What follows belongs to an exercise in optimizing a design on an open flow for small area and a short achievable clock period; a production flow would make more cautious choices.
Where RTL was checked, it was by simulation tests only, not by an equivalence proof against the original.
The RTL of runs 4 and 5 was laid out without a check of its function.

==> flow/design.v <==
module arb_bank (
    input  wire        clk,
    input  wire        rst,           
    input  wire [18:0] req_valid,
    input  wire [75:0] req_len,       
    input  wire [5:0]  req_lnk_rt,    
    output wire [18:0] req_ready,
    input  wire        cfg_we,
    input  wire [4:0]  cfg_addr,      
    input  wire [15:0] cfg_wdata,
    output reg         gnt_valid,
    output reg  [4:0]  gnt_id,
    output reg  [4:0]  owner,         
    output reg  [3:0]  rt_run,
    output reg  [15:0] floor_cnt,
    output reg  [15:0] lfsr
);
    localparam N = 19;
    function can_rt;
        input integer id;
        can_rt = (id >= 6 && id <= 15);
    endfunction
    function can_be;
        input integer id;
        can_be = !(id >= 6 && id <= 9);
    endfunction
    function [7:0] ticket_reset;
        input integer id;
        begin
            if (id <= 3)       ticket_reset = 8'd32;
            else if (id <= 5)  ticket_reset = 8'd64;
            else if (id <= 17) ticket_reset = 8'd16;
            else               ticket_reset = 8'd32;
        end
    endfunction
    wire [N-1:0] prt;         
    wire [N-1:0] pbe;         
    wire [N-1:0] pend = prt | pbe;
    wire [N-1:0] take = req_valid & ~pend;
    wire [N-1:0] gsel;        
    wire         decide;
    wire [N-1:0] grant = gsel & {N{decide}};
    assign req_ready = ~pend;
    reg  [3:0] plen [0:N-1];
    wire [7:0] tk   [0:N-1];
    genvar gi, gj;
    generate
        for (gi = 0; gi < N; gi = gi + 1) begin : slot
            always @(posedge clk)
                if (take[gi]) plen[gi] <= req_len[4*gi +: 4];
            if (can_rt(gi)) begin : rt
                reg p;
                wire cls = (gi >= 10) ? req_lnk_rt[(gi >= 10) ? gi-10 : 0] : 1'b1;
                always @(posedge clk)
                    if (rst) p <= 1'b0;
                    else if (take[gi]) p <= cls;
                    else if (grant[gi]) p <= 1'b0;
                assign prt[gi] = p;
            end else begin : nrt
                assign prt[gi] = 1'b0;
            end
            if (can_be(gi)) begin : be
                reg p;
                wire cls = (gi >= 10 && gi <= 15) ? ~req_lnk_rt[(gi >= 10 && gi <= 15) ? gi-10 : 0] : 1'b1;
                reg [7:0] t;
                always @(posedge clk)
                    if (rst) p <= 1'b0;
                    else if (take[gi]) p <= cls;
                    else if (grant[gi]) p <= 1'b0;
                always @(posedge clk)
                    if (rst || (cfg_we && cfg_addr == gi))
                        t <= rst ? ticket_reset(gi) : cfg_wdata[7:0];
                assign pbe[gi] = p;
                assign tk[gi] = t;
            end else begin : nbe
                assign pbe[gi] = 1'b0;
                assign tk[gi] = 8'd0;
            end
        end
    endgenerate
    wire [N*N-1:0] ordm;     
    generate
        for (gi = 0; gi < N; gi = gi + 1) begin : row
            for (gj = 0; gj < N; gj = gj + 1) begin : col
                if (gi < gj && ((can_rt(gi) && can_rt(gj)) || (can_be(gi) && can_be(gj)))) begin : o
                    reg b;
                    always @(posedge clk)
                        if (take[gj]) b <= 1'b1;
                        else if (take[gi]) b <= 1'b0;
                    assign ordm[gi*N+gj] = b;
                end else if (gi > gj && ((can_rt(gi) && can_rt(gj)) || (can_be(gi) && can_be(gj)))) begin : tr
                    assign ordm[gi*N+gj] = ~row[gj].col[gi].o.b;
                end else begin : n
                    assign ordm[gi*N+gj] = 1'b1;
                end
            end
        end
    endgenerate
    wire [N-1:0] ort, obe;    
    generate
        for (gi = 0; gi < N; gi = gi + 1) begin : old
            assign ort[gi] = prt[gi] & &(ordm[gi*N +: N] | ~prt);
            assign obe[gi] = pbe[gi] & &(ordm[gi*N +: N] | ~pbe);
        end
    endgenerate
    wire rt_any = |prt;
    wire be_any = |pbe;
    reg [15:0] lfsr_next;
    reg        fb;
    integer i;
    always @* begin
        lfsr_next = lfsr;
        for (i = 0; i < 16; i = i + 1) begin
            fb = lfsr_next[15] ^ lfsr_next[13] ^ lfsr_next[12] ^ lfsr_next[10];
            lfsr_next = {lfsr_next[14:0], fb};
        end
    end
    function [11:0] rca;
        input [11:0] a, b;
        integer k;
        reg c;
        begin
            c = 1'b0;
            for (k = 0; k < 12; k = k + 1) begin
                rca[k] = a[k] ^ b[k] ^ c;
                c = (a[k] & b[k]) | (c & (a[k] ^ b[k]));
            end
        end
    endfunction
    function gtr;
        input [11:0] a, b;
        integer k;
        reg c;
        begin
            c = 1'b0;
            for (k = 0; k < 12; k = k + 1)
                c = (a[k] & ~b[k]) | (c & (a[k] | ~b[k]));
            gtr = c;
        end
    endfunction
    wire [11:0] m [0:14];
    generate
        for (gi = 0; gi < 15; gi = gi + 1) begin : msk
            localparam integer ID = (gi < 6) ? gi : gi + 4;
            assign m[gi] = pbe[ID] ? {4'd0, tk[ID]} : 12'd0;
        end
    endgenerate
    wire [11:0] s01   = rca(m[0], m[1]);
    wire [11:0] s23   = rca(m[2], m[3]);
    wire [11:0] s45   = rca(m[4], m[5]);
    wire [11:0] s67   = rca(m[6], m[7]);
    wire [11:0] s89   = rca(m[8], m[9]);
    wire [11:0] s1011 = rca(m[10], m[11]);
    wire [11:0] s1213 = rca(m[12], m[13]);
    wire [11:0] s0_3  = rca(s01, s23);
    wire [11:0] s4_7  = rca(s45, s67);
    wire [11:0] s8_11 = rca(s89, s1011);
    wire [11:0] s12_14 = rca(s1213, m[14]);
    wire [11:0] s0_7  = rca(s0_3, s4_7);
    wire [11:0] s8_14 = rca(s8_11, s12_14);
    wire [11:0] tsum  = rca(s0_7, s8_14);
    wire [11:0] P [0:14];
    assign P[0]  = m[0];
    assign P[1]  = s01;
    assign P[2]  = rca(s01, m[2]);
    assign P[3]  = s0_3;
    assign P[4]  = rca(s0_3, m[4]);
    assign P[5]  = rca(s0_3, s45);
    assign P[6]  = rca(P[5], m[6]);
    assign P[7]  = s0_7;
    assign P[8]  = rca(s0_7, m[8]);
    assign P[9]  = rca(s0_7, s89);
    assign P[10] = rca(P[9], m[10]);
    assign P[11] = rca(s0_7, s8_11);
    assign P[12] = rca(P[11], m[12]);
    assign P[13] = rca(P[11], s1213);
    assign P[14] = tsum;
    wire [17:0] ms1 = {2'b00, lfsr_next};
    wire [17:0] ms2 = {1'b0, lfsr_next, 1'b0};
    wire [17:0] ms3;
    reg         mc;
    integer     k;
    reg  [17:0] ms3_r;
    always @* begin
        mc = 1'b0;
        for (k = 0; k < 18; k = k + 1) begin
            ms3_r[k] = ms1[k] ^ ms2[k] ^ mc;
            mc = (ms1[k] & ms2[k]) | (mc & (ms1[k] ^ ms2[k]));
        end
    end
    assign ms3 = ms3_r;
    wire [27:0] pp [0:5];
    generate
        for (gi = 0; gi < 6; gi = gi + 1) begin : ppr
            wire [1:0] d = tsum[2*gi +: 2];
            wire [17:0] row = ({18{d == 2'd1}} & ms1) | ({18{d == 2'd2}} & ms2) |
                              ({18{d == 2'd3}} & ms3);
            assign pp[gi] = {10'd0, row} << (2*gi);
        end
    endgenerate
    function [27:0] csa_s;
        input [27:0] x, y, z;
        csa_s = x ^ y ^ z;
    endfunction
    function [27:0] csa_c;
        input [27:0] x, y, z;
        csa_c = ((x & y) | (x & z) | (y & z)) << 1;
    endfunction
    wire [27:0] ca1 = csa_s(pp[0], pp[1], pp[2]), cb1 = csa_c(pp[0], pp[1], pp[2]);
    wire [27:0] ca2 = csa_s(pp[3], pp[4], pp[5]), cb2 = csa_c(pp[3], pp[4], pp[5]);
    wire [27:0] ca3 = csa_s(ca1, cb1, ca2),       cb3 = csa_c(ca1, cb1, ca2);
    wire [27:0] ca4 = csa_s(ca3, cb3, cb2),       cb4 = csa_c(ca3, cb3, cb2);
    wire [27:0] prod = ca4 + cb4;
    wire [11:0] r = prod[27:16];
    wire [14:0] gt;
    wire [N-1:0] lot;
    generate
        for (gi = 0; gi < 15; gi = gi + 1) begin : lt
            localparam integer ID = (gi < 6) ? gi : gi + 4;
            assign gt[gi] = gtr(P[gi], r);
            if (gi == 0) begin : f
                assign lot[ID] = gt[gi];
            end else begin : n
                assign lot[ID] = gt[gi] & ~gt[gi-1];
            end
        end
        for (gi = 6; gi < 10; gi = gi + 1) begin : lz
            assign lot[gi] = 1'b0;
        end
    endgenerate
    wire boundary = (beats_left == 4'd0);    
    reg [3:0] beats_left;
    assign decide = boundary && (rt_any || be_any);
    wire pick_rt  = rt_any && (!be_any || rt_run != 4'd15);
    wire tzero    = (tsum == 12'd0);
    wire         use_old = pick_rt | tzero;
    wire [N-1:0] osel    = pick_rt ? ort : obe;
    assign gsel = use_old ? osel : lot;
    reg [4:0] win_old, win_lot;
    reg [3:0] len_old, len_lot;
    always @* begin
        win_old = 5'd0; win_lot = 5'd0;
        len_old = 4'd0; len_lot = 4'd0;
        for (i = 0; i < N; i = i + 1) begin
            if (osel[i]) begin
                win_old = win_old | i[4:0];
                len_old = len_old | plen[i];
            end
            if (lot[i]) begin
                win_lot = win_lot | i[4:0];
                len_lot = len_lot | plen[i];
            end
        end
    end
    wire [4:0] win  = use_old ? win_old : win_lot;
    wire [3:0] wlen = use_old ? len_old : len_lot;
    always @(posedge clk) begin
        if (rst) begin
            beats_left <= 4'd0;
            gnt_valid  <= 1'b0;
            gnt_id     <= 5'd0;
            owner      <= 5'd31;
            rt_run     <= 4'd0;
            floor_cnt  <= 16'd0;
            lfsr       <= 16'hACE1;
        end else begin
            gnt_valid <= decide;
            if (decide) begin
                beats_left <= wlen;
                gnt_id     <= win;
                owner      <= win;
                if (pick_rt) begin
                    rt_run <= be_any ? rt_run + 4'd1 : 4'd0;
                end else begin
                    rt_run <= 4'd0;
                    lfsr   <= lfsr_next;
                    if (rt_any && floor_cnt != 16'hFFFF)
                        floor_cnt <= floor_cnt + 16'd1;
                end
            end else if (boundary) begin
                owner <= 5'd31;
            end else begin
                beats_left <= beats_left - 4'd1;
            end
            if (cfg_we) begin
                if (cfg_addr == 5'd31) begin
                    if (cfg_wdata != 16'd0)
                        lfsr <= cfg_wdata;
                end else if (cfg_addr == 5'd30) begin
                    floor_cnt <= cfg_wdata;
                end
            end
        end
    end
endmodule
==> flow/flow/run.sh <==
#!/bin/bash
set -euo pipefail
bash standard.sh SETUP_SLACK_MARGIN=47.5 BUFFER_PORTS_ARGS='-buffer_cell sky130_fd_sc_hd__buf_1' finish > layout_make.log 2>&1
==> flow/standard.sh <==
#!/bin/bash
# synth_recipe.tcl (not shown) runs the flow's synth.tcl, then flattens the netlist and writes it again
# the make line also repeats each setting of config.mk as NAME=value (left out here)
make -C /OpenROAD-flow-scripts/flow DESIGN_CONFIG=/design/flow/config.mk WORK_HOME=/design/flow/orfs CLKGATE_MAP_FILE= SYNTH_SCRIPT=/design/flow/synth_recipe.tcl "${@:-finish}"
==> flow/config.mk <==
export PLATFORM = sky130hd
export DESIGN_NAME = arb_bank
export DESIGN_NICKNAME = arb_bank
export VERILOG_FILES = /design/flow/design.v
export SDC_FILE = /design/flow/constraint.sdc
export NUM_CORES = 4
export LEC_CHECK = 0
export ABC_AREA = 1
export CAP_MARGIN = 40
export CORE_MARGIN = 2
export CORE_UTILIZATION = 40
export SLEW_MARGIN = 40
==> flow/constraint.sdc <==
create_clock -name core_clock -period 62.0 [get_ports {clk}]
set_input_delay 12.4000 -clock core_clock [delete_from_list [all_inputs] [get_ports {clk}]]
set_output_delay 12.4000 -clock core_clock [all_outputs]
set_load 0.01 [all_outputs]
==> results of run 1 <==
registers in the layout, indices dropped and copies added (netlist names):
register	flops
beats_left	4
floor_cnt	16
gnt_id	5
gnt_valid	1
lfsr	16
owner	5
plen	76
row.col.o.b	135
rt_run	4
slot.be.p	15
slot.be.t	120
slot.rt.p	10
through the flow:
stage	hold slack, ps
5_1_grt	481
6_report	463
3_5_place_dp	453
2_1_floorplan	435
3_3_place_gp	449
4_1_cts	464
repair_timing:
action	in CTS	in global routing
setup endpoints to repair	1	36
cloned	0	0
buffers inserted	2	2
gates resized for setup	1	14
hold buffers	0	0
hold endpoints to repair	0	0
Yosys cell counts, types with 4 or more instances:
cell / n / share of area, %
nand2_1: 983 / 12
inv_1: 695 / 8.6
fa_1: 257 / 17
dfxtp_1: 211 / 14
o21ai_0: 200 / 3.3
edfxtp_1: 196 / 19
o22ai_1: 149 / 3.1
nor2_1: 143 / 1.8
a21oi_1: 132 / 2.2
nand3_1: 124 / 2.0
ha_1: 88 / 3.6
clkbuf_1: 85 / 1.0
o221ai_1: 57 / 1.6
nand2_2: 47 / 0.97
a221oi_1: 41 / 1.2
nand4_1: 32 / 0.66
or2_2: 32 / 0.66
nor4_1: 25 / 0.51
nor3_1: 23 / 0.38
xor2_1: 23 / 0.66
o2111ai_1: 20 / 0.58
clkinv_1: 17 / 0.21
buf_2: 14 / 0.23
inv_2: 14 / 0.17
o21ai_1: 13 / 0.21
xnor2_1: 12 / 0.35
buf_1: 10 / 0.12
o21ai_2: 10 / 0.29
nand2_4: 9 / 0.33
o211ai_1: 9 / 0.22
buf_4: 7 / 0.17
buf_6: 7 / 0.26
or2_1: 7 / 0.14
nand3_2: 6 / 0.20
a31oi_1: 5 / 0.10
a21oi_4: 4 / 0.21
a22oi_1: 4 / 0.099
inv_4: 4 / 0.082
nand3b_1: 4 / 0.099
o21bai_1: 4 / 0.099
final timing paths:
check,to,from,slack (ps)
min reg2reg,row[5].col[11].o.b$_SDFFE_PP1P_,row[5].col[11].o.b$_SDFFE_PP1P_,460
min,row[5].col[11].o.b$_SDFFE_PP1P_,row[5].col[11].o.b$_SDFFE_PP1P_,460
max,req_ready[5],slot[5].be.p$_SDFFE_PP0P_,47600
max reg2reg,slot[3].be.p$_SDFFE_PP0P_,slot[3].be.p$_SDFFE_PP0P_,48060
routing by layer:
| metal | share of wire [%] | global-route usage, % |
|---|---|---|
| met1 | 38 | 33.1 |
| met2 | 49 | 47.5 |
| met3 | 7.0 | 3.59 |
| met4 | 6.1 | 15.0 |
| met5 | 0 | 0 |
cell families after synthesis:
| family | Yosys count | share of synthesized area [%] |
|---|---|---|
| simple gates | 1445 | 20.2 |
| xor+xnor | 35 | 1.01 |
| buf+inv | 853 | 10.9 |
| fa+ha+maj | 345 | 20.6 |
| flops | 407 | 33.3 |
| compound gates | 677 | 14.1 |
layout make-up:
cell class | instances | area, µm² | area share (%)
Clock inverter | 25 | 279 | 0.832
Clock buffer | 51 | 1110 | 3.32
Timing Repair Buffer | 225 | 977 | 2.91
Sequential cell | 407 | 10100 | 30.1
Multi-Input combinational cell | 2502 | 17100 | 50.9
Inverter | 730 | 2760 | 8.23
Tap cell | 978 | 1220 | 3.65
worst max-delay path, stage by stage, from the launching register on:
cell and delay, ps:
dfxtp_1 580, buf_4 290, clkinv_1 310, buf_1 220
==> run_summary.xml, run 1 <==
<?xml version="1.0" encoding="UTF-8"?>
<metrics>
  <group name="global_routing">
    <metric name="grt_start_max_net_pins" unit="">34</metric>
    <metric name="globalRouteOverflowTotal" unit="">0</metric>
    <metric name="groute.usage.overall" unit="%">27.5</metric>
    <metric name="grt_antenna_before_repair" unit="">0</metric>
    <metric name="grt_pass1_wl" unit="µm">163000</metric>
    <metric name="first_global_vias" unit="">27105</metric>
  </group>
  <group name="sta">
    <metric name="postLayoutSetupSlackWorst" unit="ps">47600</metric>
    <metric name="unrepaired_setup_endpoints_after_global_routing" unit="">false</metric>
    <metric name="worstMarginPinSlew" unit="ps">895</metric>
    <metric name="setup_total_negative_slack" unit="ps">0</metric>
    <metric name="finalHoldViolations" unit="">0</metric>
    <metric name="max_transition_margin" unit="%">39.8</metric>
    <metric name="post-route-min-period" unit="ps">14400</metric>
    <metric name="final-max-slew-violation-count" unit="">0</metric>
    <metric name="achievable-frequency" unit="MHz">69.4</metric>
    <metric name="setup_viol_count_final" unit="">0</metric>
    <metric name="timing.final.crit_share" unit="%">23.2</metric>
    <metric name="timing.clock.skew" unit="ps">23.7</metric>
  </group>
  <group name="routing">
    <metric name="detail_route.vias_per_cell" unit="">5.53</metric>
    <metric name="wirelength" unit="µm">108000</metric>
    <metric name="route.detailed.drc" unit="">0</metric>
    <metric name="firstDrtPassIters" unit="">8</metric>
    <metric name="routed-via-count" unit="">27215</metric>
    <metric name="detail_route.iter0.violations" unit="">2724</metric>
    <metric name="wl_per_cell" unit="µm">21.9</metric>
    <metric name="detail-route-antenna-nets" unit="">0</metric>
  </group>
  <group name="finish">
    <metric name="post_route_cells_drive_above_1_share" unit="%">6.70</metric>
    <metric name="nNetsFinal" unit="">4377</metric>
    <metric name="finish.utilization" unit="%">44.4</metric>
    <metric name="antenna_cells" unit="">0</metric>
    <metric name="commonest_cells_after_routing_fill_and_taps_aside" unit="">981 x nand2_1, 690 x inv_1, 257 x fa_1</metric>
    <metric name="final_design_area_no_fill" unit="µm²">33500</metric>
    <metric name="instances_no_fill" unit="">4918</metric>
    <metric name="fillCellCount" unit="">7600</metric>
    <metric name="mostFrequentLayoutCell" unit="">nand2_1</metric>
    <metric name="layout-area-overhead-vs-synth" unit="%">10.4</metric>
  </group>
  <group name="cts">
    <metric name="cts-htree-levels" unit="">2</metric>
    <metric name="cts_tree" unit="">yes</metric>
    <metric name="tritoncts_sink_count" unit="">407</metric>
    <metric name="clk_transition_reported_paths" unit="ps">70</metric>
    <metric name="clk_latency" unit="ps">590</metric>
    <metric name="cts.root.buffer_cell" unit="">clkbuf_16</metric>
    <metric name="cts_buffers" unit="">41</metric>
    <metric name="clockBufferDepth" unit="">3</metric>
  </group>
  <group name="placement">
    <metric name="gp_routability_congestion" unit="">0.952</metric>
    <metric name="detailed_placement_wirelength_estimate" unit="µm">84100</metric>
    <metric name="dpl-instance-area" unit="µm²">32100</metric>
    <metric name="place_ws" unit="ps">47480</metric>
    <metric name="port-buffer-count" unit="">190</metric>
    <metric name="numPlacedInstances" unit="">4838</metric>
  </group>
  <group name="critical_path">
    <metric name="timing.critical_path.arrival" unit="ps">2000</metric>
    <metric name="timing.critical_path.to_type" unit="">output pin</metric>
    <metric name="worstRegToRegCells" unit="">47</metric>
    <metric name="critical_path_class" unit="">flip-flop to output pin</metric>
    <metric name="critical_path_required" unit="ps">49600</metric>
    <metric name="worstSetupStartpointType" unit="">flip-flop</metric>
    <metric name="worst-path-max-fanout" unit="">11</metric>
  </group>
  <group name="floorplan">
    <metric name="die_h" unit="µm">280</metric>
    <metric name="initial_utilization" unit="%">40.2</metric>
    <metric name="fp-row-count" unit="">101</metric>
    <metric name="die-area" unit="µm²">78200</metric>
    <metric name="core_area" unit="µm²">75600</metric>
    <metric name="die_x" unit="µm">280</metric>
    <metric name="io_pins" unit="">191</metric>
  </group>
  <group name="flow_run">
    <metric name="timing.max_cap.violations" unit="">0</metric>
  </group>
  <group name="outcome">
    <metric name="run_status" unit="">complete, no violations</metric>
  </group>
  <group name="logic_synthesis">
    <metric name="synth_sequential_area_ratio" unit="%">33.3</metric>
    <metric name="syn-instance-count" unit="">3762</metric>
    <metric name="synth_async_sr_flop_share" unit="%">0</metric>
    <metric name="synth_fp_nets" unit="">4232</metric>
    <metric name="postSynthRegisterBits" unit="">407</metric>
    <metric name="synth_edf_count" unit="">196</metric>
    <metric name="synthesis.area" unit="µm²">30400</metric>
    <metric name="synthesis_warnings" unit="">2</metric>
    <metric name="synth-main-ff-cell" unit="">dfxtp_1</metric>
    <metric name="ys_types" unit="">63</metric>
    <metric name="syn-mean-instance-area" unit="µm²">8.08</metric>
  </group>
  <group name="hold_path">
    <metric name="hold_path.class" unit="">flip-flop to flip-flop</metric>
    <metric name="whs_path_cells" unit="">2</metric>
  </group>
</metrics>
==> run 2: changes to the inputs <==
==> flow/flow/run.sh (replaced) <==
#!/bin/bash
set -euo pipefail
bash standard.sh SETUP_SLACK_MARGIN=48 BUFFER_PORTS_ARGS='-buffer_cell sky130_fd_sc_hd__buf_1' finish > layout_make.log 2>&1
--- a/flow/config.mk
+++ b/flow/config.mk
@@ -11,2 +11,5 @@
 export CORE_UTILIZATION = 40
+export CTS_BUF_LIST = sky130_fd_sc_hd__clkbuf_8
+export CTS_CLUSTER_DIAMETER = 45
+export CTS_CLUSTER_SIZE = 14
 export SLEW_MARGIN = 40
==> run 2 against run 1 <==
Effect of this change:
- critical endpoint is now req_ready[16]
- count of clock-buffer cells in the layout down 6
- via count unchanged
- final cell count up 0.43%
- clock skew up 26 ps
- sequential share of layout area up 0.21 points
- critical path depth unchanged
- die area unchanged
==> run_summary.xml, run 2 <==
<?xml version="1.0" encoding="UTF-8"?>
<metrics>
  <group name="floorplan">
    <metric name="io_pins" unit="">191</metric>
    <metric name="fp-row-count" unit="">101</metric>
    <metric name="core_area" unit="µm²">75600</metric>
    <metric name="die-area" unit="µm²">78200</metric>
    <metric name="initial_utilization" unit="%">40.2</metric>
    <metric name="die_x" unit="µm">280</metric>
    <metric name="die_h" unit="µm">280</metric>
  </group>
  <group name="finish">
    <metric name="layout-area-overhead-vs-synth" unit="%">9.96</metric>
    <metric name="max_flop_register" unit="">row.col.o.b</metric>
    <metric name="post_route_cells_drive_above_1_share" unit="%">8.28</metric>
    <metric name="reg.largest.list" unit="">row.col.o.b x135, slot.be.t x120, plen x76</metric>
    <metric name="nNetsFinal" unit="">4397</metric>
    <metric name="layout.area.seq" unit="µm²">10100</metric>
    <metric name="instances_no_fill" unit="">4939</metric>
    <metric name="mostFrequentLayoutCell" unit="">nand2_1</metric>
    <metric name="largest_register_ff_count" unit="">135</metric>
    <metric name="commonest_cells_after_routing_fill_and_taps_aside" unit="">978 x nand2_1, 694 x inv_1, 247 x fa_1</metric>
    <metric name="final_design_area_no_fill" unit="µm²">33400</metric>
    <metric name="multi_input_comb_area" unit="µm²">17200</metric>
    <metric name="fillCellCount" unit="">7621</metric>
  </group>
  <group name="critical_path">
    <metric name="slowest_stage" unit="">dfxtp_4</metric>
    <metric name="timing.critical_path.to_type" unit="">output pin</metric>
    <metric name="path_buf_inv" unit="">3</metric>
    <metric name="critical_path_class" unit="">flip-flop to output pin</metric>
    <metric name="worstRegToRegCells" unit="">55</metric>
    <metric name="critical_path.max_stage_delay" unit="ps">500</metric>
    <metric name="timing.critical_path.arrival" unit="ps">1570</metric>
    <metric name="critical_path.top_delay_family" unit="">flip-flops</metric>
    <metric name="levels_on_crit_path" unit="">3</metric>
    <metric name="critical_path_required" unit="ps">49600</metric>
    <metric name="path_cells" unit="">clkinvlp_4 -&gt; buf_4 -&gt; buf_1</metric>
    <metric name="worst-path-max-fanout" unit="">12</metric>
    <metric name="worstSetupStartpointType" unit="">flip-flop</metric>
  </group>
  <group name="logic_synthesis">
    <metric name="synth_async_sr_flop_share" unit="%">0</metric>
    <metric name="synth-main-ff-cell" unit="">dfxtp_1</metric>
    <metric name="ys_types" unit="">63</metric>
    <metric name="synth_fp_nets" unit="">4232</metric>
    <metric name="synth_top_cell_by_area" unit="">edfxtp_1</metric>
    <metric name="post-synth-top-count-cell" unit="">nand2_1</metric>
    <metric name="synthesis.area" unit="µm²">30400</metric>
    <metric name="syn-mean-instance-area" unit="µm²">8.08</metric>
    <metric name="synth_edf_count" unit="">196</metric>
    <metric name="synth_top_cells_by_area" unit="">edfxtp_1 19%, fa_1 17%, dfxtp_1 14%</metric>
    <metric name="synth.top_cell.area_share" unit="%">19.4</metric>
    <metric name="synthesis_warnings" unit="">2</metric>
    <metric name="postSynthRegisterBits" unit="">407</metric>
    <metric name="synth_cell_count_leaders" unit="">983 x nand2_1, 695 x inv_1, 257 x fa_1</metric>
    <metric name="synth_sequential_area_ratio" unit="%">33.3</metric>
    <metric name="syn-instance-count" unit="">3762</metric>
  </group>
  <group name="routing">
    <metric name="wirelength" unit="µm">108000</metric>
    <metric name="firstDrtPassIters" unit="">8</metric>
    <metric name="wl_per_cell" unit="µm">21.9</metric>
    <metric name="routed-via-count" unit="">27215</metric>
    <metric name="detail_route.vias_per_cell" unit="">5.51</metric>
    <metric name="route.detailed.drc" unit="">0</metric>
    <metric name="detail-route-antenna-nets" unit="">0</metric>
    <metric name="detail_route.iter0.violations" unit="">2473</metric>
  </group>
  <group name="flow_run">
    <metric name="timing.max_cap.violations" unit="">0</metric>
  </group>
  <group name="placement">
    <metric name="dpl-instance-area" unit="µm²">32100</metric>
    <metric name="port-buffer-count" unit="">190</metric>
    <metric name="detailed_placement_wirelength_estimate" unit="µm">84100</metric>
    <metric name="gp_routability_congestion" unit="">0.952</metric>
    <metric name="numPlacedInstances" unit="">4838</metric>
  </group>
  <group name="cts">
    <metric name="cts_buffers" unit="">43</metric>
    <metric name="cts-htree-levels" unit="">2</metric>
    <metric name="clk_transition_reported_paths" unit="ps">90</metric>
    <metric name="cts.root.buffer_cell" unit="">clkbuf_8</metric>
    <metric name="clockBufferDepth" unit="">3</metric>
    <metric name="tritoncts_sink_count" unit="">407</metric>
    <metric name="cts.hold.buffers_added" unit="">0</metric>
    <metric name="cts_tree" unit="">yes</metric>
    <metric name="clk_latency" unit="ps">660</metric>
  </group>
  <group name="global_routing">
    <metric name="grt_antenna_before_repair" unit="">1</metric>
    <metric name="globalRouteOverflowTotal" unit="">0</metric>
    <metric name="first_global_vias" unit="">27040</metric>
    <metric name="grt_pass1_wl" unit="µm">163000</metric>
    <metric name="grt_start_max_net_pins" unit="">34</metric>
    <metric name="groute.usage.overall" unit="%">27.5</metric>
  </group>
  <group name="sta">
    <metric name="achievable-frequency" unit="MHz">71.6</metric>
    <metric name="unrepaired_setup_endpoints_after_global_routing" unit="">true</metric>
    <metric name="setup_total_negative_slack" unit="ps">0</metric>
    <metric name="post-route-min-period" unit="ps">13970</metric>
    <metric name="finalHoldViolations" unit="">0</metric>
    <metric name="worstMarginPinSlew" unit="ps">883</metric>
    <metric name="final-max-slew-violation-count" unit="">0</metric>
    <metric name="timing.final.crit_share" unit="%">22.5</metric>
    <metric name="setup_viol_count_final" unit="">0</metric>
    <metric name="max_transition_margin" unit="%">40.6</metric>
    <metric name="timing.clock.skew" unit="ps">50.1</metric>
  </group>
  <group name="outcome">
    <metric name="run_status" unit="">complete, no violations</metric>
  </group>
  <group name="hold_path">
    <metric name="hold_path.class" unit="">flip-flop to flip-flop</metric>
    <metric name="whs_path_cells" unit="">2</metric>
  </group>
</metrics>
## run 2: worst min-delay path, stage by stage, from the launching register on
cell and delay, ps:
dfxtp_1 330, nand2_1 60, nand2_1 40
## run 2: final cells by class
cell class                      instances  share of cell area (%)
Inverter                              730                    8.40
Sequential cell                       407                    30.4
Multi-Input combinational cell       2502                    51.4
Clock buffer                           45                    1.85
Clock inverter                         32                   0.794
Timing Repair Buffer                  243                    3.53
Antenna cell                            2                  0.0150
Tap cell                              978                    3.66
## run 2: metal layers
| metal | track usage, % | routed length [µm] |
|---|---|---|
| met5 | 0 | 0 |
| met3 | 3.69 | 7550 |
| met4 | 15.5 | 7220 |
| met1 | 33.1 | 41500 |
| met2 | 47.4 | 52100 |
## run 2: through the flow
| step | hold slack, ps | setup slack, ps | utilization (%) |
|---|---|---|---|
| 2_1_floorplan | 435 | 48210 | - |
| 3_3_place_gp | 449 | 47520 | 42.4 |
| 3_5_place_dp | 453 | 47480 | 42.4 |
| 4_1_cts | 468 | 47890 | 43.8 |
| 5_1_grt | 486 | 47960 | 44.2 |
| 6_report | 470 | 48030 | 44.2 |
## run 2: logic make-up after synthesis
logic type                 after synthesis  share of synthesized area, %
AOI/OAI and AO/OA                      677                          14.1
xor gates and xnor gates                35                          1.01
adders and majority gates              345                          20.6
buffers and inverters                  853                          10.9
DFF                                    407                          33.3
and+or+nand+nor                       1445                          20.2
## run 2: timing repair
action | 4_1_cts | 5_1_grt
endpoints found under the setup margin | 47 | 46
hold endpoints to repair | 0 | 0
pin swaps | 0 | 3
gates resized for setup | 39 | 58
setup buffers | 9 | 13
## run 2: final timing paths
path                                                 startpoint  slack [ps]                              end
worst max-delay path                 slot[16].be.p$_SDFFE_PP0P_       48030                    req_ready[16]
worst min-delay path            row[5].col[11].o.b$_SDFFE_PP1P_         470  row[5].col[11].o.b$_SDFFE_PP1P_
worst max register to register       slot[12].be.p$_SDFFE_PP0P_       48570       beats_left[3]$_SDFFE_PP0P_
worst min register to register  row[5].col[11].o.b$_SDFFE_PP1P_         470  row[5].col[11].o.b$_SDFFE_PP1P_
==> run 3: changes to the inputs <==
--- a/flow/design.v
+++ b/flow/design.v
@@ -96,9 +96,2 @@
             end
-        end
-    endgenerate
-    wire [N-1:0] ort, obe;    
-    generate
-        for (gi = 0; gi < N; gi = gi + 1) begin : old
-            assign ort[gi] = prt[gi] & &(ordm[gi*N +: N] | ~prt);
-            assign obe[gi] = pbe[gi] & &(ordm[gi*N +: N] | ~pbe);
         end
@@ -236,3 +229,9 @@
     wire         use_old = pick_rt | tzero;
-    wire [N-1:0] osel    = pick_rt ? ort : obe;
+    wire [N-1:0] cand = pick_rt ? prt : pbe;
+    wire [N-1:0] osel;
+    generate
+        for (gi = 0; gi < N; gi = gi + 1) begin : old
+            assign osel[gi] = cand[gi] & &(ordm[gi*N +: N] | ~cand);
+        end
+    endgenerate
     assign gsel = use_old ? osel : lot;
==> run 3 against run 2 <==
Effect of this change:
- critical path depth did not move
- worst setup slack got worse by 1.0 ps
- count of clock-buffer cells in the layout grew 17
- clock skew grew 57 ps
- register-to-register slack improved by 160 ps
- die area shrank 1.4%
- non-clock buffer count is 10 higher
- wire length down 2.4%
- cell area rose by 0.54%
==> run_summary.xml, run 3 <==
<?xml version="1.0" encoding="UTF-8"?>
<metrics>
  <group name="logic_synthesis">
    <metric name="synth_top_cells_by_area" unit="">edfxtp_1 20%, fa_1 17%, dfxtp_1 14%</metric>
    <metric name="area_fraction_in_compound_gates_after_synthesis" unit="%">13.9</metric>
    <metric name="synthAdderAreaFrac" unit="%">20.8</metric>
    <metric name="synth_xor_area_share" unit="%">0.960</metric>
    <metric name="synth_fp_nets" unit="">4119</metric>
    <metric name="postSynthRegisterBits" unit="">407</metric>
    <metric name="synthesis_warnings" unit="">2</metric>
    <metric name="synth_edf_count" unit="">196</metric>
    <metric name="post_synth_and_or_nand_nor_area_fraction" unit="%">19.9</metric>
    <metric name="synth_cell_count_leaders" unit="">858 x nand2_1, 688 x inv_1, 257 x fa_1</metric>
    <metric name="synthesis.area" unit="µm²">30000</metric>
    <metric name="ys_types" unit="">63</metric>
    <metric name="synth-main-ff-cell" unit="">dfxtp_1</metric>
    <metric name="synth.top_cell.area_share" unit="%">19.6</metric>
    <metric name="synth_sequential_area_ratio" unit="%">33.7</metric>
    <metric name="synth_top_cell_by_area" unit="">edfxtp_1</metric>
    <metric name="synth_async_sr_flop_share" unit="%">0</metric>
    <metric name="syn-mean-instance-area" unit="µm²">8.21</metric>
    <metric name="proportion_of_synthesized_area_in_mux_cells" unit="%">0</metric>
    <metric name="syn-instance-count" unit="">3649</metric>
    <metric name="post-synth-top-count-cell" unit="">nand2_1</metric>
    <metric name="synth_top_family_by_area" unit="">adder cells</metric>
  </group>
  <group name="sta">
    <metric name="final-max-slew-violation-count" unit="">0</metric>
    <metric name="worstMarginPinSlew" unit="ps">1070</metric>
    <metric name="timing.clock.skew" unit="ps">107</metric>
    <metric name="setup_viol_count_final" unit="">0</metric>
    <metric name="unrepaired_setup_endpoints_after_global_routing" unit="">true</metric>
    <metric name="timing.final.crit_share" unit="%">22.5</metric>
    <metric name="hold-worst-slack" unit="ps">467</metric>
    <metric name="achievable-frequency" unit="MHz">71.6</metric>
    <metric name="max_transition_margin" unit="%">27.0</metric>
    <metric name="setup_total_negative_slack" unit="ps">0</metric>
    <metric name="post-route-min-period" unit="ps">13970</metric>
    <metric name="finalHoldViolations" unit="">0</metric>
  </group>
  <group name="global_routing">
    <metric name="first_global_vias" unit="">26886</metric>
    <metric name="grt_antenna_before_repair" unit="">3</metric>
    <metric name="globalRouteOverflowTotal" unit="">0</metric>
    <metric name="grt_start_max_net_pins" unit="">52</metric>
    <metric name="groute.usage.overall" unit="%">27.3</metric>
    <metric name="grt_pass1_wl" unit="µm">161000</metric>
  </group>
  <group name="finish">
    <metric name="instances_no_fill" unit="">4881</metric>
    <metric name="nNetsFinal" unit="">4330</metric>
    <metric name="layout.area.seq" unit="µm²">10100</metric>
    <metric name="max_flop_register" unit="">row.col.o.b</metric>
    <metric name="largest_register_ff_count" unit="">135</metric>
    <metric name="fillCellCount" unit="">7500</metric>
    <metric name="post_route_cells_drive_above_1_share" unit="%">9.72</metric>
    <metric name="mostFrequentLayoutCell" unit="">nand2_1</metric>
    <metric name="multi_input_comb_area" unit="µm²">16900</metric>
    <metric name="reg.largest.list" unit="">row.col.o.b x135, slot.be.t x120, plen x76</metric>
    <metric name="layout-area-overhead-vs-synth" unit="%">12.1</metric>
    <metric name="commonest_cells_after_routing_fill_and_taps_aside" unit="">850 x nand2_1, 682 x inv_1, 250 x fa_1</metric>
  </group>
  <group name="outcome">
    <metric name="run_status" unit="">complete, no violations</metric>
  </group>
  <group name="routing">
    <metric name="wl_met1" unit="µm">43500</metric>
    <metric name="detail-route-antenna-nets" unit="">0</metric>
    <metric name="detailroute.wirelength.met2" unit="µm">50500</metric>
    <metric name="dr.max_layer_used" unit="">met4</metric>
    <metric name="route.detailed.drc" unit="">0</metric>
    <metric name="firstDrtPassIters" unit="">6</metric>
    <metric name="wl_met3" unit="µm">7210</metric>
    <metric name="wl_per_cell" unit="µm">21.7</metric>
    <metric name="detail_route.vias_per_cell" unit="">5.49</metric>
    <metric name="routed-via-count" unit="">26790</metric>
    <metric name="detail_route.iter0.violations" unit="">2622</metric>
    <metric name="wirelength" unit="µm">106000</metric>
  </group>
  <group name="floorplan">
    <metric name="die_x" unit="µm">278</metric>
    <metric name="fp-row-count" unit="">100</metric>
    <metric name="die-area" unit="µm²">77100</metric>
    <metric name="initial_utilization" unit="%">40.3</metric>
    <metric name="die_h" unit="µm">278</metric>
    <metric name="io_pins" unit="">191</metric>
    <metric name="core_area" unit="µm²">74300</metric>
  </group>
  <group name="cts">
    <metric name="cts.hold.buffers_added" unit="">0</metric>
    <metric name="tritoncts_sink_count" unit="">407</metric>
    <metric name="clockBufferDepth" unit="">3</metric>
    <metric name="cts.root.buffer_cell" unit="">clkbuf_8</metric>
    <metric name="cts_tree" unit="">yes</metric>
    <metric name="cts-htree-levels" unit="">2</metric>
    <metric name="cts_buffers" unit="">60</metric>
    <metric name="clk_latency" unit="ps">770</metric>
    <metric name="clk_transition_reported_paths" unit="ps">80</metric>
  </group>
  <group name="critical_path">
    <metric name="worstSetupStartpointType" unit="">flip-flop</metric>
    <metric name="timing.critical_path.arrival" unit="ps">1570</metric>
    <metric name="timing.critical_path.to_type" unit="">output pin</metric>
    <metric name="critical_path_class" unit="">flip-flop to output pin</metric>
    <metric name="worst-path-max-fanout" unit="">12</metric>
    <metric name="critical_path_required" unit="ps">49600</metric>
  </group>
  <group name="placement">
    <metric name="gp_routability_congestion" unit="">0.961</metric>
    <metric name="numPlacedInstances" unit="">4753</metric>
    <metric name="detailed_placement_wirelength_estimate" unit="µm">83000</metric>
    <metric name="port-buffer-count" unit="">190</metric>
  </group>
  <group name="hold_path">
    <metric name="hold_path.class" unit="">flip-flop to flip-flop</metric>
  </group>
  <group name="flow_run">
    <metric name="timing.max_cap.violations" unit="">0</metric>
  </group>
</metrics>
run 3: cell count changes after synthesis, moves of 10 or more:
cell	before	now
o21ai_0	200	213
nand2_1	983	858
nand2_2	47	26
nor3_1	23	13
o22ai_1	149	132
or2_2	32	59
nor2_1	143	133
o2111ai_1	20	6
nand3_1	124	192
run 3: area by class of cell:
class | instances | share of cell area, %
Multi-Input combinational cell | 2416 | 50.2
Sequential cell | 407 | 30.2
Inverter | 722 | 8.16
Timing Repair Buffer | 253 | 3.68
Tap cell | 969 | 3.61
Clock buffer | 62 | 2.54
Clock inverter | 51 | 1.63
Antenna cell | 1 | 0.00745
run 3: logic make-up (layout without fill, tap and decap cells):
group | Yosys count | count (layout)
other | 0 | 1
buffers and inverters | 826 | 1088
flip-flops | 407 | 407
AO/OA/AOI/OAI | 665 | 665
AND/OR/NAND/NOR | 1374 | 1374
XOR/XNOR | 32 | 32
adder cells (fa/ha/maj) | 345 | 345
run 3: per-stage QoR:
step	utilization (%)	worst slack (ps)	area (µm²)
3_5_place_dp	42.8	47370	31800
2_1_floorplan	-	48250	30000
4_1_cts	44.9	48000	33400
3_3_place_gp	42.8	47100	31800
5_1_grt	45.2	47960	33600
6_report	45.2	48030	33600
run 3: path summary, 6_finish.rpt:
path / start / slack (ps) / to / depth (start not counted)
worst max-delay path: slot[10].be.p$_SDFFE_PP0P_ / 48030 / req_ready[10] / 3
worst min-delay path: row[16].col[18].o.b$_SDFFE_PP1P_ / 470 / row[16].col[18].o.b$_SDFFE_PP1P_ / 2
worst max register to register: slot[5].be.p$_SDFFE_PP0P_ / 48730 / owner[4]$_SDFFE_PP1P_ / 59
worst min register to register: row[16].col[18].o.b$_SDFFE_PP1P_ / 470 / row[16].col[18].o.b$_SDFFE_PP1P_ / 2
run 3: per-layer routing:
layer	vias to the layer above	track usage, %
met5	-	0
met4	0	10.8
met3	222	3.42
met2	1147	46.1
met1	13048	35.5
li1	12373	-
run 3: repair_timing:
action	in CTS	in global routing
buffers inserted	3	11
pin swaps	2	4
setup endpoints to repair	47	65
gates resized for setup	44	49
run 3: worst max-delay path, cell delays in order, from the launching register on:
cell     delay, ps
dfxtp_1        310
buf_4          200
nor2_4         170
buf_2          150
==> run 4: changes to the inputs <==
--- a/flow/design.v
+++ b/flow/design.v
@@ -98,2 +98,9 @@
     endgenerate
+    wire [N-1:0] ort, obe;    
+    generate
+        for (gi = 0; gi < N; gi = gi + 1) begin : old
+            assign ort[gi] = prt[gi] & &(ordm[gi*N +: N] | ~prt);
+            assign obe[gi] = pbe[gi] & &(ordm[gi*N +: N] | ~pbe);
+        end
+    endgenerate
     wire rt_any = |prt;
@@ -153,3 +160,3 @@
     wire [11:0] s8_14 = rca(s8_11, s12_14);
-    wire [11:0] tsum  = rca(s0_7, s8_14);
+    wire [11:0] tsum  = s0_7 + s8_14;
     wire [11:0] P [0:14];
@@ -229,9 +236,3 @@
     wire         use_old = pick_rt | tzero;
-    wire [N-1:0] cand = pick_rt ? prt : pbe;
-    wire [N-1:0] osel;
-    generate
-        for (gi = 0; gi < N; gi = gi + 1) begin : old
-            assign osel[gi] = cand[gi] & &(ordm[gi*N +: N] | ~cand);
-        end
-    endgenerate
+    wire [N-1:0] osel    = pick_rt ? ort : obe;
     assign gsel = use_old ? osel : lot;
@@ -240,3 +241,3 @@
     always @* begin
-        win_old = 5'd0; win_lot = 5'd0;
+        win_old = 5'd0;
         len_old = 4'd0; len_lot = 4'd0;
@@ -247,7 +248,13 @@
             end
-            if (lot[i]) begin
-                win_lot = win_lot | i[4:0];
+            if (lot[i])
                 len_lot = len_lot | plen[i];
-            end
-        end
+        end
+    end
+    always @* begin
+        win_lot[4] = ~gt[11];
+        win_lot[3] = ~gt[5] & gt[11];
+        win_lot[2] = (~gt[3] & gt[5]) | (~gt[7] & gt[11]);
+        win_lot[1] = (~gt[1] & gt[3]) | (~gt[5] & gt[7]) | (~gt[9] & gt[11]) | ~gt[13];
+        win_lot[0] = (gt[1] & ~gt[0]) | (gt[3] & ~gt[2]) | (gt[5] & ~gt[4]) | (gt[7] & ~gt[6]) |
+                     (gt[9] & ~gt[8]) | (gt[11] & ~gt[10]) | (gt[13] & ~gt[12]);
     end
--- a/flow/config.mk
+++ b/flow/config.mk
@@ -7,3 +7,2 @@
 export LEC_CHECK = 0
-export ABC_AREA = 1
 export CAP_MARGIN = 40
@@ -11,5 +10,2 @@
 export CORE_UTILIZATION = 40
-export CTS_BUF_LIST = sky130_fd_sc_hd__clkbuf_8
-export CTS_CLUSTER_DIAMETER = 45
-export CTS_CLUSTER_SIZE = 14
 export SLEW_MARGIN = 40
==> run 4 against run 3 <==
Effect of this change:
- synthesized cell count is 7.8% lower
- cell area rose by 6.5%
- first-iteration DRC count grew 30%
- critical path type unchanged
- fmax decreased by 0.56%
- area after synthesis is 1.8% higher
- global-route usage up 3.0 points
- register-to-register slack lost 380 ps
==> run_summary.xml, run 4 <==
<?xml version="1.0" encoding="UTF-8"?>
<metrics>
  <group name="outcome">
    <metric name="run_status" unit="">complete, no violations</metric>
  </group>
  <group name="sta">
    <metric name="timing.clock.skew" unit="ps">17.6</metric>
    <metric name="max_transition_margin" unit="%">36.1</metric>
    <metric name="timing.final.crit_share" unit="%">22.7</metric>
    <metric name="finalHoldViolations" unit="">0</metric>
    <metric name="post-route-min-period" unit="ps">14050</metric>
    <metric name="achievable-frequency" unit="MHz">71.2</metric>
    <metric name="unrepaired_setup_endpoints_after_global_routing" unit="">true</metric>
    <metric name="final-max-slew-violation-count" unit="">0</metric>
    <metric name="setup_total_negative_slack" unit="ps">0</metric>
    <metric name="worstMarginPinSlew" unit="ps">952</metric>
    <metric name="setup_viol_count_final" unit="">0</metric>
  </group>
  <group name="logic_synthesis">
    <metric name="syn-mean-instance-area" unit="µm²">9.07</metric>
    <metric name="syn-instance-count" unit="">3363</metric>
    <metric name="synthesis_warnings" unit="">2</metric>
    <metric name="synthesis.area" unit="µm²">30500</metric>
    <metric name="synth.top_cell.area_share" unit="%">19.3</metric>
    <metric name="synth_cell_count_leaders" unit="">501 x nand2_1, 360 x inv_1, 248 x fa_1</metric>
    <metric name="synth_edf_count" unit="">196</metric>
    <metric name="post-synth-top-count-cell" unit="">nand2_1</metric>
    <metric name="synth_fp_nets" unit="">3834</metric>
    <metric name="ys_types" unit="">98</metric>
    <metric name="postSynthRegisterBits" unit="">407</metric>
    <metric name="synth_async_sr_flop_share" unit="%">0</metric>
    <metric name="synth_top_cell_by_area" unit="">edfxtp_1</metric>
    <metric name="synth_top_cells_by_area" unit="">edfxtp_1 19%, fa_1 16%, dfxtp_1 14%</metric>
    <metric name="synth-main-ff-cell" unit="">dfxtp_1</metric>
    <metric name="synth_sequential_area_ratio" unit="%">33.1</metric>
  </group>
  <group name="finish">
    <metric name="reg.largest.list" unit="">row.col.o.b x135, slot.be.t x120, plen x76</metric>
    <metric name="fillCellCount" unit="">7223</metric>
    <metric name="commonest_cells_after_routing_fill_and_taps_aside" unit="">491 x nand2_1, 356 x inv_1, 230 x nor2_1</metric>
    <metric name="nNetsFinal" unit="">4058</metric>
    <metric name="post_route_cells_drive_above_1_share" unit="%">13.1</metric>
    <metric name="largest_register_ff_count" unit="">135</metric>
    <metric name="instances_no_fill" unit="">4601</metric>
    <metric name="layout-area-overhead-vs-synth" unit="%">17.3</metric>
    <metric name="max_flop_register" unit="">row.col.o.b</metric>
    <metric name="mostFrequentLayoutCell" unit="">nand2_1</metric>
  </group>
  <group name="routing">
    <metric name="wl_per_cell" unit="µm">26.5</metric>
    <metric name="firstDrtPassIters" unit="">9</metric>
    <metric name="routed-via-count" unit="">28211</metric>
    <metric name="wirelength" unit="µm">122000</metric>
    <metric name="detail_route.vias_per_cell" unit="">6.13</metric>
    <metric name="detail-route-antenna-nets" unit="">0</metric>
    <metric name="detail_route.iter0.violations" unit="">3404</metric>
    <metric name="route.detailed.drc" unit="">0</metric>
  </group>
  <group name="floorplan">
    <metric name="io_pins" unit="">191</metric>
    <metric name="initial_utilization" unit="%">40.3</metric>
    <metric name="fp-row-count" unit="">101</metric>
    <metric name="die_h" unit="µm">280</metric>
    <metric name="die_x" unit="µm">280</metric>
    <metric name="die-area" unit="µm²">78500</metric>
    <metric name="core_area" unit="µm²">75700</metric>
  </group>
  <group name="cts">
    <metric name="cts-htree-levels" unit="">2</metric>
    <metric name="clk_transition_reported_paths" unit="ps">60</metric>
    <metric name="cts.root.buffer_cell" unit="">clkbuf_16</metric>
    <metric name="clockBufferDepth" unit="">3</metric>
    <metric name="cts_tree" unit="">yes</metric>
    <metric name="tritoncts_sink_count" unit="">407</metric>
    <metric name="clk_latency" unit="ps">570</metric>
    <metric name="cts_buffers" unit="">41</metric>
    <metric name="cts.hold.buffers_added" unit="">0</metric>
  </group>
  <group name="critical_path">
    <metric name="worst-path-max-fanout" unit="">13</metric>
    <metric name="critical_path_required" unit="ps">49600</metric>
    <metric name="timing.critical_path.to_type" unit="">output pin</metric>
    <metric name="worstSetupStartpointType" unit="">flip-flop</metric>
    <metric name="critical_path_class" unit="">flip-flop to output pin</metric>
    <metric name="timing.critical_path.arrival" unit="ps">1650</metric>
  </group>
  <group name="global_routing">
    <metric name="grt_pass1_wl" unit="µm">177000</metric>
    <metric name="grt_antenna_before_repair" unit="">3</metric>
    <metric name="groute.usage.overall" unit="%">30.2</metric>
    <metric name="grt_start_max_net_pins" unit="">53</metric>
    <metric name="globalRouteOverflowTotal" unit="">0</metric>
    <metric name="first_global_vias" unit="">27598</metric>
  </group>
  <group name="hold_path">
    <metric name="hold_path.class" unit="">flip-flop to flip-flop</metric>
  </group>
  <group name="flow_run">
    <metric name="timing.max_cap.violations" unit="">0</metric>
  </group>
  <group name="placement">
    <metric name="port-buffer-count" unit="">190</metric>
    <metric name="detailed_placement_wirelength_estimate" unit="µm">92200</metric>
    <metric name="numPlacedInstances" unit="">4453</metric>
    <metric name="gp_routability_congestion" unit="">1.00</metric>
  </group>
</metrics>
run 4: worst paths after layout:
path / from / to / slack (ps) / cells after the start
setup / recovery: slot[16].be.p$_SDFFE_PP0P_ / req_ready[16] / 47950 / 3
hold / removal: row[10].col[11].o.b$_SDFFE_PP1P_ / row[10].col[11].o.b$_SDFFE_PP1P_ / 450 / 2
setup reg to reg: slot[4].be.p$_SDFFE_PP0P_ / beats_left[0]$_SDFFE_PP0P_ / 48350 / 50
hold reg to reg: row[10].col[11].o.b$_SDFFE_PP1P_ / row[10].col[11].o.b$_SDFFE_PP1P_ / 450 / 2
run 4: critical path, stage by stage (launching register included):
cell        delay [ps]
dfxtp_4            410
buf_4              140
clkinvlp_4         300
buf_1              230
run 4: layer usage:
metal | vias to the layer above | GRT usage [%] | share of wire, % | wire, µm
met5 | - | 0 | 0 | 0
met4 | 0 | 18.0 | 7.1 | 8640
met3 | 436 | 3.71 | 8.3 | 10100
met2 | 1712 | 50.6 | 47 | 57200
met1 | 13704 | 37.5 | 38 | 45900
li1 | 12359 | - | - | -
run 4: final cells by class:
cell class | instances | area, µm² | share of cell area [%]
diodes | 4 | 10.0 | 0.0280
clock buffers | 58 | 1250 | 3.48
clock inverters | 17 | 229 | 0.640
inverters | 370 | 1410 | 3.94
multi-input cells | 2421 | 19400 | 54.3
flip-flops and latches | 407 | 10200 | 28.4
well taps | 978 | 1220 | 3.42
repair buffers | 346 | 2080 | 5.81
run 4: per-stage QoR:
stage / setup WS (ps) / util, % / cell area, µm² / hold WS (ps)
final: 47950 / 47.3 / 35800 / 445
after global routing: 47890 / 47.3 / 35800 / 481
after CTS: 48000 / 45.9 / 34700 / 446
after detailed placement: 46400 / 43.2 / 32700 / 436
after global placement: 46230 / 43.1 / 32600 / 431
after floorplan: 47970 / - / 30600 / 422
run 4: cells by family (layout without fill, tap and decap cells):
group           after synthesis  in the layout  synth area share (%)
simple gates               1058           1059                  15.5
compound gates              883            883                  20.0
buf+inv                     536            791                  6.63
flops                       407            407                  33.1
fa+ha+maj                   378            378                  21.3
xor+xnor                     82             82                  2.79
mux                          19             19                 0.660
other cells                   0              4                     0
run 4: repair_timing:
action	in CTS	in global routing
hold endpoints to repair	0	0
pin swaps	18	43
setup buffers	21	42
resized for setup	109	145
cloned	2	4
setup endpoints to repair	42	43
==> run 5: changes to the inputs <==
--- a/flow/config.mk
+++ b/flow/config.mk
@@ -7,2 +7,3 @@
 export LEC_CHECK = 0
+export ABC_AREA = 1
 export CAP_MARGIN = 40
@@ -10,2 +11,5 @@
 export CORE_UTILIZATION = 40
+export CTS_BUF_LIST = sky130_fd_sc_hd__clkbuf_8
+export CTS_CLUSTER_DIAMETER = 45
+export CTS_CLUSTER_SIZE = 14
 export SLEW_MARGIN = 40
==> run 5 against run 4 <==
Effect of this change:
- still clean on timing, DRC and antenna
- sequential share of layout area grew 1.4 points
- count of clock-buffer cells in the layout is the same
- cell area shrank 4.6%
- wire length shrank 9.9%
- flip-flop and latch count is the same
- via count shrank 2.4%
- worst setup slack gained 84 ps
- non-clock buffer count shrank 84
- area after synthesis shrank 0.52%
- first-iteration DRC count shrank 22%
- critical endpoint is now req_ready[10]
==> run_summary.xml, run 5 <==
<?xml version="1.0" encoding="UTF-8"?>
<metrics>
  <group name="critical_path">
    <metric name="worstSetupStartpointType" unit="">flip-flop</metric>
    <metric name="crit_start" unit="">slot[10].be.p$_SDFFE_PP0P_</metric>
    <metric name="worst-r2r-setup-slack" unit="ps">48730</metric>
    <metric name="regToRegStartpoint" unit="">slot[5].be.p$_SDFFE_PP0P_</metric>
    <metric name="worstRegToRegCells" unit="">63</metric>
    <metric name="critical_path_class" unit="">flip-flop to output pin</metric>
    <metric name="timing.critical_path.to_type" unit="">output pin</metric>
    <metric name="worst-path-max-fanout" unit="">17</metric>
    <metric name="worst_r2r_endpoint" unit="">beats_left[0]$_SDFFE_PP0P_</metric>
    <metric name="timing.critical_path.arrival" unit="ps">1570</metric>
    <metric name="critical_path_required" unit="ps">49600</metric>
  </group>
  <group name="logic_synthesis">
    <metric name="synthesis.area" unit="µm²">30400</metric>
    <metric name="synth.top_cell.area_share" unit="%">19.4</metric>
    <metric name="synth_edf_count" unit="">196</metric>
    <metric name="synth_sequential_area_ratio" unit="%">33.3</metric>
    <metric name="synth_top_cells_by_area" unit="">edfxtp_1 19%, fa_1 16%, dfxtp_1 14%</metric>
    <metric name="post-synth-top-count-cell" unit="">nand2_1</metric>
    <metric name="postSynthRegisterBits" unit="">407</metric>
    <metric name="ys_types" unit="">62</metric>
    <metric name="synthAdderAreaFrac" unit="%">20.4</metric>
    <metric name="synth_xor_area_share" unit="%">1.32</metric>
    <metric name="syn-instance-count" unit="">3807</metric>
    <metric name="synth_async_sr_flop_share" unit="%">0</metric>
    <metric name="synth_cell_count_leaders" unit="">1,025 x nand2_1, 693 x inv_1, 248 x fa_1</metric>
    <metric name="synth-main-ff-cell" unit="">dfxtp_1</metric>
    <metric name="synthesis_warnings" unit="">2</metric>
    <metric name="synth_top_cell_by_area" unit="">edfxtp_1</metric>
    <metric name="synth_fp_nets" unit="">4278</metric>
    <metric name="syn-mean-instance-area" unit="µm²">7.97</metric>
    <metric name="synth_top_family_by_area" unit="">adder cells</metric>
    <metric name="post_synth_and_or_nand_nor_area_fraction" unit="%">20.3</metric>
    <metric name="area_fraction_in_compound_gates_after_synthesis" unit="%">13.9</metric>
    <metric name="proportion_of_synthesized_area_in_mux_cells" unit="%">0</metric>
  </group>
  <group name="cts">
    <metric name="cts_tree" unit="">yes</metric>
    <metric name="cts_buffers" unit="">57</metric>
    <metric name="cts.hold.buffers_added" unit="">0</metric>
    <metric name="tritoncts_sink_count" unit="">407</metric>
    <metric name="clk_latency" unit="ps">750</metric>
    <metric name="clk_transition_reported_paths" unit="ps">80</metric>
    <metric name="clockBufferDepth" unit="">3</metric>
    <metric name="cts.root.buffer_cell" unit="">clkbuf_8</metric>
    <metric name="cts-htree-levels" unit="">2</metric>
  </group>
  <group name="placement">
    <metric name="detailed_placement_wirelength_estimate" unit="µm">84700</metric>
    <metric name="port-buffer-count" unit="">190</metric>
    <metric name="gp_routability_congestion" unit="">1.03</metric>
    <metric name="dpl-instance-area" unit="µm²">32200</metric>
    <metric name="place_ws" unit="ps">47610</metric>
    <metric name="numPlacedInstances" unit="">4908</metric>
  </group>
  <group name="finish">
    <metric name="fillCellCount" unit="">7697</metric>
    <metric name="multi_input_comb_area" unit="µm²">17200</metric>
    <metric name="post_route_cells_drive_above_1_share" unit="%">8.42</metric>
    <metric name="nNetsFinal" unit="">4484</metric>
    <metric name="reg.largest.list" unit="">row.col.o.b x135, slot.be.t x120, plen x76</metric>
    <metric name="commonest_cells_after_routing_fill_and_taps_aside" unit="">1,012 x nand2_1, 686 x inv_1, 247 x fa_1</metric>
    <metric name="layout-area-overhead-vs-synth" unit="%">12.4</metric>
    <metric name="largest_register_ff_count" unit="">135</metric>
    <metric name="layout.area.seq" unit="µm²">10200</metric>
    <metric name="max_flop_register" unit="">row.col.o.b</metric>
    <metric name="final_design_area_no_fill" unit="µm²">34100</metric>
    <metric name="instances_no_fill" unit="">5041</metric>
    <metric name="mostFrequentLayoutCell" unit="">nand2_1</metric>
  </group>
  <group name="global_routing">
    <metric name="globalRouteOverflowTotal" unit="">0</metric>
    <metric name="groute.usage.overall" unit="%">28.0</metric>
    <metric name="first_global_vias" unit="">27487</metric>
    <metric name="grt_pass1_wl" unit="µm">166000</metric>
    <metric name="grt_antenna_before_repair" unit="">1</metric>
    <metric name="grt_start_max_net_pins" unit="">49</metric>
  </group>
  <group name="sta">
    <metric name="achievable-frequency" unit="MHz">71.6</metric>
    <metric name="finalHoldViolations" unit="">0</metric>
    <metric name="setup_total_negative_slack" unit="ps">0</metric>
    <metric name="max_transition_margin" unit="%">40.6</metric>
    <metric name="post-route-min-period" unit="ps">13970</metric>
    <metric name="timing.clock.skew" unit="ps">83.8</metric>
    <metric name="worstMarginPinSlew" unit="ps">883</metric>
    <metric name="timing.final.crit_share" unit="%">22.5</metric>
    <metric name="setup_viol_count_final" unit="">0</metric>
    <metric name="hold-worst-slack" unit="ps">468</metric>
    <metric name="unrepaired_setup_endpoints_after_global_routing" unit="">true</metric>
    <metric name="postLayoutSetupSlackWorst" unit="ps">48030</metric>
    <metric name="final-max-slew-violation-count" unit="">0</metric>
  </group>
  <group name="floorplan">
    <metric name="fp-row-count" unit="">101</metric>
    <metric name="die_x" unit="µm">279</metric>
    <metric name="io_pins" unit="">191</metric>
    <metric name="die_h" unit="µm">279</metric>
    <metric name="initial_utilization" unit="%">40.2</metric>
    <metric name="core_area" unit="µm²">75600</metric>
    <metric name="die-area" unit="µm²">78100</metric>
  </group>
  <group name="routing">
    <metric name="detail_route.iter0.violations" unit="">2649</metric>
    <metric name="firstDrtPassIters" unit="">8</metric>
    <metric name="route.detailed.drc" unit="">0</metric>
    <metric name="detail-route-antenna-nets" unit="">0</metric>
    <metric name="routed-via-count" unit="">27528</metric>
    <metric name="detail_route.vias_per_cell" unit="">5.46</metric>
    <metric name="wl_per_cell" unit="µm">21.8</metric>
    <metric name="wirelength" unit="µm">110000</metric>
  </group>
  <group name="outcome">
    <metric name="run_status" unit="">complete, no violations</metric>
  </group>
  <group name="hold_path">
    <metric name="min_delay_worst_endpoint" unit="">row[15].col[16].o.b$_SDFFE_PP1P_</metric>
    <metric name="holdCritStartpoint" unit="">row[15].col[16].o.b$_SDFFE_PP1P_</metric>
    <metric name="hold_path.class" unit="">flip-flop to flip-flop</metric>
    <metric name="whs_path_cells" unit="">2</metric>
  </group>
  <group name="flow_run">
    <metric name="timing.max_cap.violations" unit="">0</metric>
  </group>
</metrics>
run 5: cell types whose count changed after synthesis, sizes merged, moves of 33 or more:
| cell | change |
|---|---|
| a211oi | -53 |
| a222oi | -33 |
| a22oi | -57 |
| and2 | -66 |
| clkbuf | -80 |
| inv | +351 |
| nand2 | +556 |
| nand3 | +100 |
| nor2 | -103 |
| o21ai | +56 |
| o22ai | +48 |
run 5: timing repair:
| action | in CTS | in global routing |
|---|---|---|
| setup buffers | 16 | 8 |
| pin swaps | 2 | 3 |
| resized for setup | 73 | 51 |
| setup endpoints to repair | 47 | 39 |
run 5: per-layer routing:
layer / share of wire, % / track usage, % / vias to the layer above
li1: - / - / 12825
met1: 40 / 35.1 / 13248
met2: 47 / 47.1 / 1137
met3: 6.7 / 4.06 / 318
met4: 5.9 / 14.2 / 0
met5: 0 / 0 / -
run 5: worst max path at each step:
stage | slack [ps] | end | cells past startpoint
final | 48030 | req_ready[10] | 3
after global routing | 47940 | beats_left[2]$_SDFFE_PP0P_ | 59
after CTS | 47890 | req_ready[0] | 3
after detailed placement | 47610 | slot[5].be.t[3]$_DFFE_PP_ | 5
after global placement | 47530 | slot[5].be.t[2]$_DFFE_PP_ | 5
after floorplan | 48130 | lfsr[12]$_SDFF_PP0_ | 6
run 5: cell type report:
type	count	share of cell area [%]
repair buffers	262	3.98
diodes	1	0.00733
well taps	978	3.59
inverters	731	8.18
clock buffers	58	2.34
clock inverters	50	1.68
multi-input cells	2554	50.5
flip-flops and latches	407	29.8
run 5: stage by stage:
step                utilization [%]
floorplan                         -
global placement               42.6
detailed placement             42.6
CTS                            44.8
global route                   45.2
finish                         45.2
run 5: critical path, stage by stage, from the launching register on:
cell and delay, ps:
dfxtp_4 380, buf_8 170, nor2_4 140, buf_6 120
run 5: kinds of logic after synthesis:
kind of cell,count (synthesis)
simple gates,1481
buf+inv,846
compound gates,683
flops,407
fa+ha+maj,346
xor+xnor,44

## afterwards: timing with drivers on the ports
No port has a modelled driver above. Below, the same layouts with a new extraction and two added sets of constraints.
Step 1, drivers: a clkbuf_16 drives clk and a buf_2 each remaining input, both assumed.
Step 2, shift: input delay + t, output delay - t, t = (earliest + latest rising clock arrival at the registers) / 2. This alone moves slack from input paths to output paths.
Three values: ideal, step 1, step 2; two values: the first two.
run	shift t [ns]	setup WS [ns]	worst slew at a driven data input, ns
run 1	0.640	47.600 / 47.540 / 47.355	0.05
run 2	0.693	48.030 / 47.973 / 47.410	0.05
run 3	0.781	48.029 / 47.967 / 47.324	0.06
run 4	0.625	47.950 / 47.886 / 47.491	0.17
run 5	0.770	48.034 / 47.973 / 47.572	0.04
After both steps every run listed still meets setup and hold. For run 3, which loses most, drivers alone change the setup slack by -0.062 ns; drivers and shift together by -0.705 ns.
